This is an optimization exercise on Yosys and OpenROAD, whose aim is small area, not a production implementation.
Where RTL was checked, it was by simulation tests only, not by an equivalence proof against the original.
Power is estimated from default activity; no workload was simulated. The flow treats the clock pin as an ideal source, which a real chip does not have.

// almanac
module almanac (
    input  wire        clk,
    input  wire        rst_n,        
    input  wire        xtal_edge,    
    input  wire        lock,         
    input  wire        bus_wr,
    input  wire        bus_rd,
    input  wire [4:0]  bus_addr,     
    input  wire [31:0] bus_wdata,
    output reg  [31:0] bus_rdata,
    output reg         bus_rvalid,
    output wire [47:0] count_o,
    output wire        wake
);
Settings: LEC_CHECK=0, CAP_MARGIN=20, CORE_MARGIN=2, CORE_UTILIZATION=40, CTS_BUF_LIST=sky130_fd_sc_hd__clkbuf_8, CTS_CLUSTER_DIAMETER=50, CTS_CLUSTER_SIZE=16, PLACE_DENSITY=0.6, SLEW_MARGIN=20; clock period 14.0 ns.
standard.sh (not shown) runs the stock make flow with config.mk's settings and CLKGATE_MAP_FILE= SYNTH_SCRIPT=/design/flow/synth_recipe.tcl, a recipe that flattens the netlist after the stock synthesis.
==> flow/flow/run.sh <==
#!/bin/bash
set -euo pipefail
export BUFFER_PORTS_ARGS="-buffer_cell sky130_fd_sc_hd__buf_1"
export CTS_ARGS="-sink_clustering_enable -repair_clock_nets -dont_use_dummy_load -buf_list sky130_fd_sc_hd__clkbuf_8 -sink_clustering_size 16 -sink_clustering_max_diameter 50"
bash standard.sh > standard_flow.log 2>&1
Rerun with:
==> flow/run.sh (new file) <==
#!/bin/bash
# synth_recipe.tcl (not shown) runs the flow's synth.tcl, then flattens the netlist and writes it again
# the make line also repeats each setting of config.mk as NAME=value (left out here)
make -C /OpenROAD-flow-scripts/flow DESIGN_CONFIG=/design/flow/config.mk WORK_HOME=/design/flow/orfs CLKGATE_MAP_FILE= SYNTH_SCRIPT=/design/flow/synth_recipe.tcl finish
removed: flow/flow/run.sh
removed: flow/standard.sh
Effect: The new run finished with timing, DRC and antenna clean; count of clock-buffer cells in the layout came out higher by 6; routed wire length came out higher slightly; fmax came out lower slightly; synthesized area stays the same; non-clock buffer count came out lower by 2; worst setup slack got worse by 0.086 ns; flip-flop and latch count does not change; die area stays the same; design area came out higher by a few percent.
Function was not checked in any run of this note: the RTL went through the layout flow alone.


almanac, a different RTL version from the one above (not shown whole).
Size: about 1000 flip-flops, ~130 I/O pins, about 0.037 sq mm of cells after synthesis.
Settings: LEC_CHECK=0, CAP_MARGIN=20, CORE_MARGIN=2, CORE_UTILIZATION=70, PLACE_DENSITY=0.85, SLEW_MARGIN=20; clock period 14.0 ns.
==> flow/flow/run.sh <==
#!/bin/bash
# The standard layout (standard.sh) with these changes:
#  - ABC maps for area: a copy of ORFS's scripts folder whose abc_speed.script
#    is replaced by flow/abc_area.script (nothing else in the copy changes)
#  - port buffers start as the smallest buffer (repair_design resizes them)
#  - clock tree without dummy balancing loads, clkbuf_16 sink buffers
set -euo pipefail
cp -r "$FLOW_HOME/scripts" ./orfs_scripts
cp flow/abc_area.script ./orfs_scripts/abc_speed.script
export SCRIPTS_DIR="$PWD/orfs_scripts"
export BUFFER_PORTS_ARGS="-buffer_cell sky130_fd_sc_hd__buf_1"
export CTS_ARGS="-sink_clustering_enable -repair_clock_nets -dont_use_dummy_load -buf_list sky130_fd_sc_hd__clkbuf_16 -sink_clustering_size 32 -sink_clustering_max_diameter 80"
bash standard.sh > standard_flow.log 2>&1
==> flow/flow/abc_area.script <==
strash
dch -f
map -a
strash
dch -f
map -a
strash
dch -f
map -a
topo
stime -c
dnsize -c
Then changed:
==> flow/flow/run.sh (replaced) <==
#!/bin/bash
set -euo pipefail
export BUFFER_PORTS_ARGS="-buffer_cell sky130_fd_sc_hd__buf_1"
export CTS_ARGS="-sink_clustering_enable -repair_clock_nets -dont_use_dummy_load -buf_list sky130_fd_sc_hd__clkbuf_8 -sink_clustering_size 16 -sink_clustering_max_diameter 50"
bash standard.sh > standard_flow.log 2>&1
Settings changed: CORE_UTILIZATION 70 to 40, CTS_BUF_LIST from default to sky130_fd_sc_hd__clkbuf_8, CTS_CLUSTER_DIAMETER from default to 50, CTS_CLUSTER_SIZE from default to 16, PLACE_DENSITY 0.85 to 0.6.
removed: flow/flow/abc_area.script
After rerunning: The new run finished with timing, DRC and antenna clean; synthesized cell count falls by 0.82%; clock skew rises by 0.032 ns; cell area rises by 4.6%.
Then changed:
==> flow/flow/run.sh (replaced) <==
#!/bin/bash
# The standard layout (standard.sh) with these changes:
#  - ABC maps for area: a copy of ORFS's scripts folder whose abc_speed.script
#    is replaced by flow/abc_area.script (nothing else in the copy changes)
#  - port buffers start as the smallest buffer (repair_design resizes them)
#  - clock tree without dummy balancing loads, clkbuf_16 sink buffers
set -euo pipefail
cp -r "$FLOW_HOME/scripts" ./orfs_scripts
cp flow/abc_area.script ./orfs_scripts/abc_speed.script
export SCRIPTS_DIR="$PWD/orfs_scripts"
export BUFFER_PORTS_ARGS="-buffer_cell sky130_fd_sc_hd__buf_1"
export CTS_ARGS="-sink_clustering_enable -repair_clock_nets -dont_use_dummy_load -buf_list sky130_fd_sc_hd__clkbuf_16 -sink_clustering_size 30 -sink_clustering_max_diameter 70"
bash standard.sh > standard_flow.log 2>&1
==> flow/flow/abc_area.script (new file) <==
strash
dch -f
map -a
strash
dch -f
map -a
strash
dch -f
map -a
topo
stime -c
dnsize -c
Settings changed: CORE_UTILIZATION 40 to 70, CTS_BUF_LIST sky130_fd_sc_hd__clkbuf_8 to default, CTS_CLUSTER_DIAMETER 50 to default, CTS_CLUSTER_SIZE 16 to default, PLACE_DENSITY 0.6 to 0.85.
Outcome:
- setup slack is worse by 1.3 ns
- wire length went down by 7.7%
- flip-flop and latch count is unchanged
- die area shrinks by 44%
- first-iteration DRC count grows by 40%
- non-clock buffer count decreases by 6
- combinational power goes up by about 1%
- area after synthesis is lower by 3.3%
- cell count goes down by 13%
Then changed:
==> flow/flow/run.sh (replaced) <==
#!/bin/bash
set -euo pipefail
export BUFFER_PORTS_ARGS="-buffer_cell sky130_fd_sc_hd__buf_1"
export CTS_ARGS="-sink_clustering_enable -repair_clock_nets -dont_use_dummy_load -buf_list sky130_fd_sc_hd__clkbuf_16 -sink_clustering_size 32 -sink_clustering_max_diameter 80"
bash standard.sh > standard_flow.log 2>&1
Settings changed: CORE_UTILIZATION 70 to 40, CTS_BUF_LIST from default to sky130_fd_sc_hd__clkbuf_8, CTS_CLUSTER_DIAMETER from default to 50, CTS_CLUSTER_SIZE from default to 16, PLACE_DENSITY 0.85 to 0.6.
removed: flow/flow/abc_area.script
Global-route usage fell by 17 points.
Cell area came out higher by 3.8%.
Flip-flop and latch count stays the same.
Clock skew went up by 0.027 ns.
Utilization is lower by 33 points.
Die area came out higher by 79%.
First-iteration DRC count decreases by 26%.
Clock-buffer cell count shrinks by 2.
Via count goes down by 5.3%.
Routed wire length goes up by 7.5%.
Critical path depth drops by 6.

[re-timing with driven ports]
The results above use ideal ports. As a check the final layouts listed here were re-extracted and re-timed, cells and wires unchanged.
Step 1: set_driving_cell puts a clkbuf_16 on clk and a buf_2 on each other input, an assumption about the parent block.
Step 2 times the ports against the registers' clock, not the clock port: input delays grow and output delays shrink by t, the midpoint of the rising clock arrivals with the driver on.
Three values: ideal, step 1, step 2; two values: the first two.
run | shift t [ns] | slack for setup (ns) | pins driven straight from the clock port
the first run of note 1 | 0.790 | 5.986 / 5.986 / 5.986 | 1
the second run of note 1 | 0.824 | 5.900 / 5.900 / 5.900 | 1
the first run of note 2 | 0.656 | 2.294 / 2.294 / 2.294 | 1
the second run of note 2 | 0.771 | 3.729 / 3.729 / 3.729 | 1
the third run of note 2 | 0.673 | 2.388 / 2.388 / 2.388 | 1
the fourth run of note 2 | 0.678 | 3.698 / 3.698 / 3.698 | 1
After both steps every run listed still meets setup and hold.
